This design comes from an exercise in tuning for small area, a short achievable clock period and few clock cycles per item on the open sky130 flow, not from production work.
In this exercise RTL edits were held to simulation tests only and were not proved equivalent to the original.

== wip/maple ==
==> flow/design.v (excerpt) <==
module seal_engine (
    input  wire         clk,
    input  wire         rst,
    input  wire         in_valid,
    output wire         in_ready,
    input  wire [127:0] in_key,
    input  wire [16:0]  in_line,
    input  wire [255:0] in_data,
    output reg          out_valid,
    output wire [255:0] out_data
);
    reg         run;         
    reg [5:0]   cnt;         
    reg         fin1;        
    reg [127:0] state;       
    reg [127:0] mu;          
    reg [143:0] mi;          
    reg [127:0] t0, t1;      
    reg [127:0] rk;          
    reg [35:0]  km;          
    reg [31:0]  ku;          
    reg [31:0]  kw3;         
    reg  load1;                  
    reg  mid0;                   
    reg  mid1;                   
    reg  fin0;                   
    reg  last;                   
    reg  kfirst;                 
    reg  kstep;                  
    reg  start;                  
    reg  ksel;                   
    assign in_ready = mid1;
    assign out_data = {t0, t1};
    wire [31:0] k1w3   = ksel ? kw3 : rk[31:0];
    wire [127:0] kin   = kfirst ? in_key : rk;
    wire [31:0] k1rot = {k1w3[23:0], k1w3[31:24]};
    wire [35:0] km_next;
    wire [31:0] sub_rot;
    genvar gi;
    generate
        for (gi = 0; gi < 4; gi = gi + 1) begin : g_ksbox
            seal_sbox_top u_top (.a(k1rot[8*gi +: 8]), .n(km_next[9*gi +: 4]),
                                 .t(km_next[9*gi+4 +: 5]));
            seal_sbox_bot u_bot (.a(ku[8*gi +: 8]), .n(km[9*gi +: 4]),
                                 .t(km[9*gi+4 +: 5]), .y(sub_rot[8*gi +: 8]));
        end
    endgenerate
    reg [7:0] rcon;
    always @(*) begin
        case (cnt)
            6'd0,  6'd20: rcon = 8'h01;
  ...
Size in the first run: roughly 660 I/O pins, ~63000 um^2 of cells after synthesis.
clock: 11.0 ns
lec_check: 0
abc_area: 1
cap_margin: 20
core_margin: 2
core_utilization: 60
slew_margin: 20
standard.sh (not shown) runs the stock make flow with config.mk's settings and CLKGATE_MAP_FILE= SYNTH_SCRIPT=/design/flow/synth_recipe.tcl, a recipe that flattens the netlist after the stock synthesis.
==> flow/flow/run.sh <==
#!/bin/bash
# Own layout flow: the standard synthesis, then the combinational logic of
# its netlist is mapped again to the standard cells with flow/remap.abc (the
# registers stay the standard synthesis's cells, with their names), then the standard flow's
# standard layout from floorplan to finish on that netlist.
set -euo pipefail
W=$(pwd)
R=$W/orfs/results/$FLOW_PLATFORM/seal_engine/base
LIB=$FLOW_HOME/platforms/$FLOW_PLATFORM/lib/sky130_fd_sc_hd__tt_025C_1v80.lib
YOSYS=$(command -v yosys || echo /OpenROAD-flow-scripts/tools/install/yosys/bin/yosys)

bash standard.sh synth > std_synth.log 2>&1

cp $R/1_2_yosys.v $W/std_1_2_yosys.v
# registers and tie cells stay as they are: blackbox stubs for their types
SEQ=$(grep -oE 'sky130_fd_sc_hd__[a-z0-9_]+' $W/std_1_2_yosys.v | sort -u \
      | grep -E '__(df|edf|sdf|sedf|dl|conb)' | sed 's/^/=/' | tr '\n' ' ')
cat > $W/remap.ys <<EOT
read_liberty -lib $LIB
select $SEQ
write_verilog -blackboxes -selected $W/remap_stubs.v
design -reset
read_liberty -wb -ignore_miss_func $LIB
read_verilog -lib -overwrite $W/remap_stubs.v
read_verilog $W/std_1_2_yosys.v
hierarchy -check -top $FLOW_TOP
flatten -wb
opt_clean -purge
tee -o $W/remap_before.txt stat
abc -script $W/flow/remap.abc -liberty $LIB -dont_use *lpflow* -dont_use *probe* -constr $W/remap.constr -D 11000
opt_clean -purge
hilomap -singleton -hicell sky130_fd_sc_hd__conb_1 HI -locell sky130_fd_sc_hd__conb_1 LO
splitnets
opt_clean -purge
rename -hide w:* i:* %d o:* %d
tee -o $W/remap_stat.txt stat -liberty $LIB
write_verilog -noattr -noexpr -nohex -nodec $R/1_2_yosys.v
EOT
printf 'set_driving_cell sky130_fd_sc_hd__buf_1\nset_load 5\n' > $W/remap.constr
$YOSYS -l $W/remap_yosys.log -q -s $W/remap.ys > /dev/null 2>&1
$YOSYS -l $W/remap_check.log -q -p "read_liberty -lib $LIB; read_verilog $R/1_2_yosys.v; hierarchy -check -top $FLOW_TOP; check -assert" > /dev/null 2>&1
rm -f $R/1_synth.odb $R/1_synth.sdc

bash standard.sh SETUP_SLACK_MARGIN=6.8 finish > std_finish.log 2>&1
==> flow/flow/remap.abc <==
strash
dc2
&get -n
&st
&dch -f
&nf
&put
buffer -c
upsize -c
dnsize -c
Testbench counts of wip/maple, summed over its fixed seeds: cycles 15,384, lines 384.
What wip/raven does differently from wip/maple at the input level:
Settings: a change of CORE_UTILIZATION from 60 to 50; an added CTS_BUF_LIST of sky130_fd_sc_hd__clkbuf_4 sky130_fd_sc_hd__clkbuf_8.
-- flow/flow/run.sh --
<<< wip/maple, line 43

bash standard.sh SETUP_SLACK_MARGIN=6.8 finish > std_finish.log 2>&1
>>> wip/raven, line 43

bash standard.sh SETUP_SLACK_MARGIN=7.0 "BUFFER_PORTS_ARGS=-buffer_cell sky130_fd_sc_hd__buf_1" \
    finish > std_finish.log 2>&1
==> flow/flow/remap.abc <==
&get -n
&st
&dch -f
&nf
&put
Results
Max share of the clock period used by the worst path after layout across wip/maple and wip/raven: wip/maple. Comparing sum of met3 wire segment lengths after detailed routing for wip/maple and wip/raven, the bigger number came from wip/maple. Looking at number of cells on the critical path, wip/raven sits above wip/maple. Gate count after technology mapping for wip/raven: about 1.3% down relative to wip/maple. Area growth from synthesis to layout delta (wip/maple -> wip/raven): insignificant. Relative to wip/maple, the final layout net count measured on wip/raven has increased by a few percent. wip/raven gives less total routed wirelength than wip/maple did.
Here is what was changed in the inputs of wip/fjord compared with wip/raven.
Settings: a deleted CTS_BUF_LIST that had been sky130_fd_sc_hd__clkbuf_4 sky130_fd_sc_hd__clkbuf_8.
-- flow/flow/run.sh --
<<< wip/raven, line 43

bash standard.sh SETUP_SLACK_MARGIN=7.0 "BUFFER_PORTS_ARGS=-buffer_cell sky130_fd_sc_hd__buf_1" \
    finish > std_finish.log 2>&1
>>> wip/fjord, line 43

bash standard.sh SETUP_SLACK_MARGIN=7.3 "BUFFER_PORTS_ARGS=-buffer_cell sky130_fd_sc_hd__buf_1" \
    finish > std_finish.log 2>&1
wip/fjord | status: complete | timing, DRC, antenna: pass. Fmax ended up about 2.6% higher on wip/fjord than on wip/raven. wip/fjord ends up with a routed wire length that is about 4.4% higher than in wip/raven. Measured against wip/fjord, the design area of wip/raven comes out at 0.928 times the reference value. Side by side, final worst clock skew turned out lower in wip/fjord than in wip/raven. Between wip/fjord and wip/raven, the worst hold slack does not differ in any meaningful way. Re combined flip-flop and latch cell area: wip/fjord and wip/raven aren't equal, and the higher value belongs to wip/fjord.
## Diff of input files: wip/juniper against wip/fjord
-- flow/flow/run.sh --
<<< wip/fjord, line 4
# registers stay the standard synthesis's cells, with their names), then the standard flow's
# standard layout from floorplan to finish on that netlist.
set -euo pipefail
>>> wip/juniper, line 4
# registers stay the standard synthesis's cells, with their names), then the standard flow's
# standard layout from floorplan to finish on that netlist, with a tighter
# timing-repair target and the smallest buffer on each port.
# Logs: std_synth.log, remap_yosys.log, remap_check.log, std_finish.log.
set -euo pipefail
<<< wip/fjord, line 43

bash standard.sh SETUP_SLACK_MARGIN=7.3 "BUFFER_PORTS_ARGS=-buffer_cell sky130_fd_sc_hd__buf_1" \
    finish > std_finish.log 2>&1
>>> wip/juniper, line 45

bash standard.sh SETUP_SLACK_MARGIN=7.0 "BUFFER_PORTS_ARGS=-buffer_cell sky130_fd_sc_hd__buf_1" \
    finish > std_finish.log 2>&1
[summary]
- Per the comparison of wip/juniper with wip/fjord, met3 global-route usage now smaller; count of clock buffers in the final design up about 5%; global routing met1 resource utilization went down 1.1 points; register-to-register slack fell 0.07 ns.

==> re-timing with driven ports <==
Ports are ideal in the flow. The routed layouts listed here were re-timed in OpenROAD. Step 1: set_driving_cell puts a clkbuf_16 on clk and a buf_2 on each other input, an assumption about the parent block. Step 2, shift: input delay + t, output delay - t, t = (earliest + latest rising clock arrival at the registers) / 2. This alone moves slack from input paths to output paths. a / b / c = no drivers / after step 1 / after step 2; a / b = the first two.
run | t (ns) | setup slack, ns | worst setup path after step 2 | worst register clock-pin slew, ns | pins driven straight from the clock port
wip/maple | 0.774 | 6.804 / 6.804 / 6.089 | input to register | 0.07 / 0.07 | 1
wip/raven | 0.938 | 7.026 / 7.026 / 6.363 | input to register | 0.07 / 0.07 | 1
wip/fjord | 0.766 | 7.125 / 7.125 / 6.622 | input to register | 0.07 / 0.07 | 1
wip/juniper | 0.752 | 7.051 / 7.051 / 6.390 | input to register | 0.07 / 0.07 | 1
After both steps setup and hold are still met in every run listed. The setup slack of wip/maple, which loses most, moves by 0.000 ns with the drivers and by -0.715 ns with both steps.
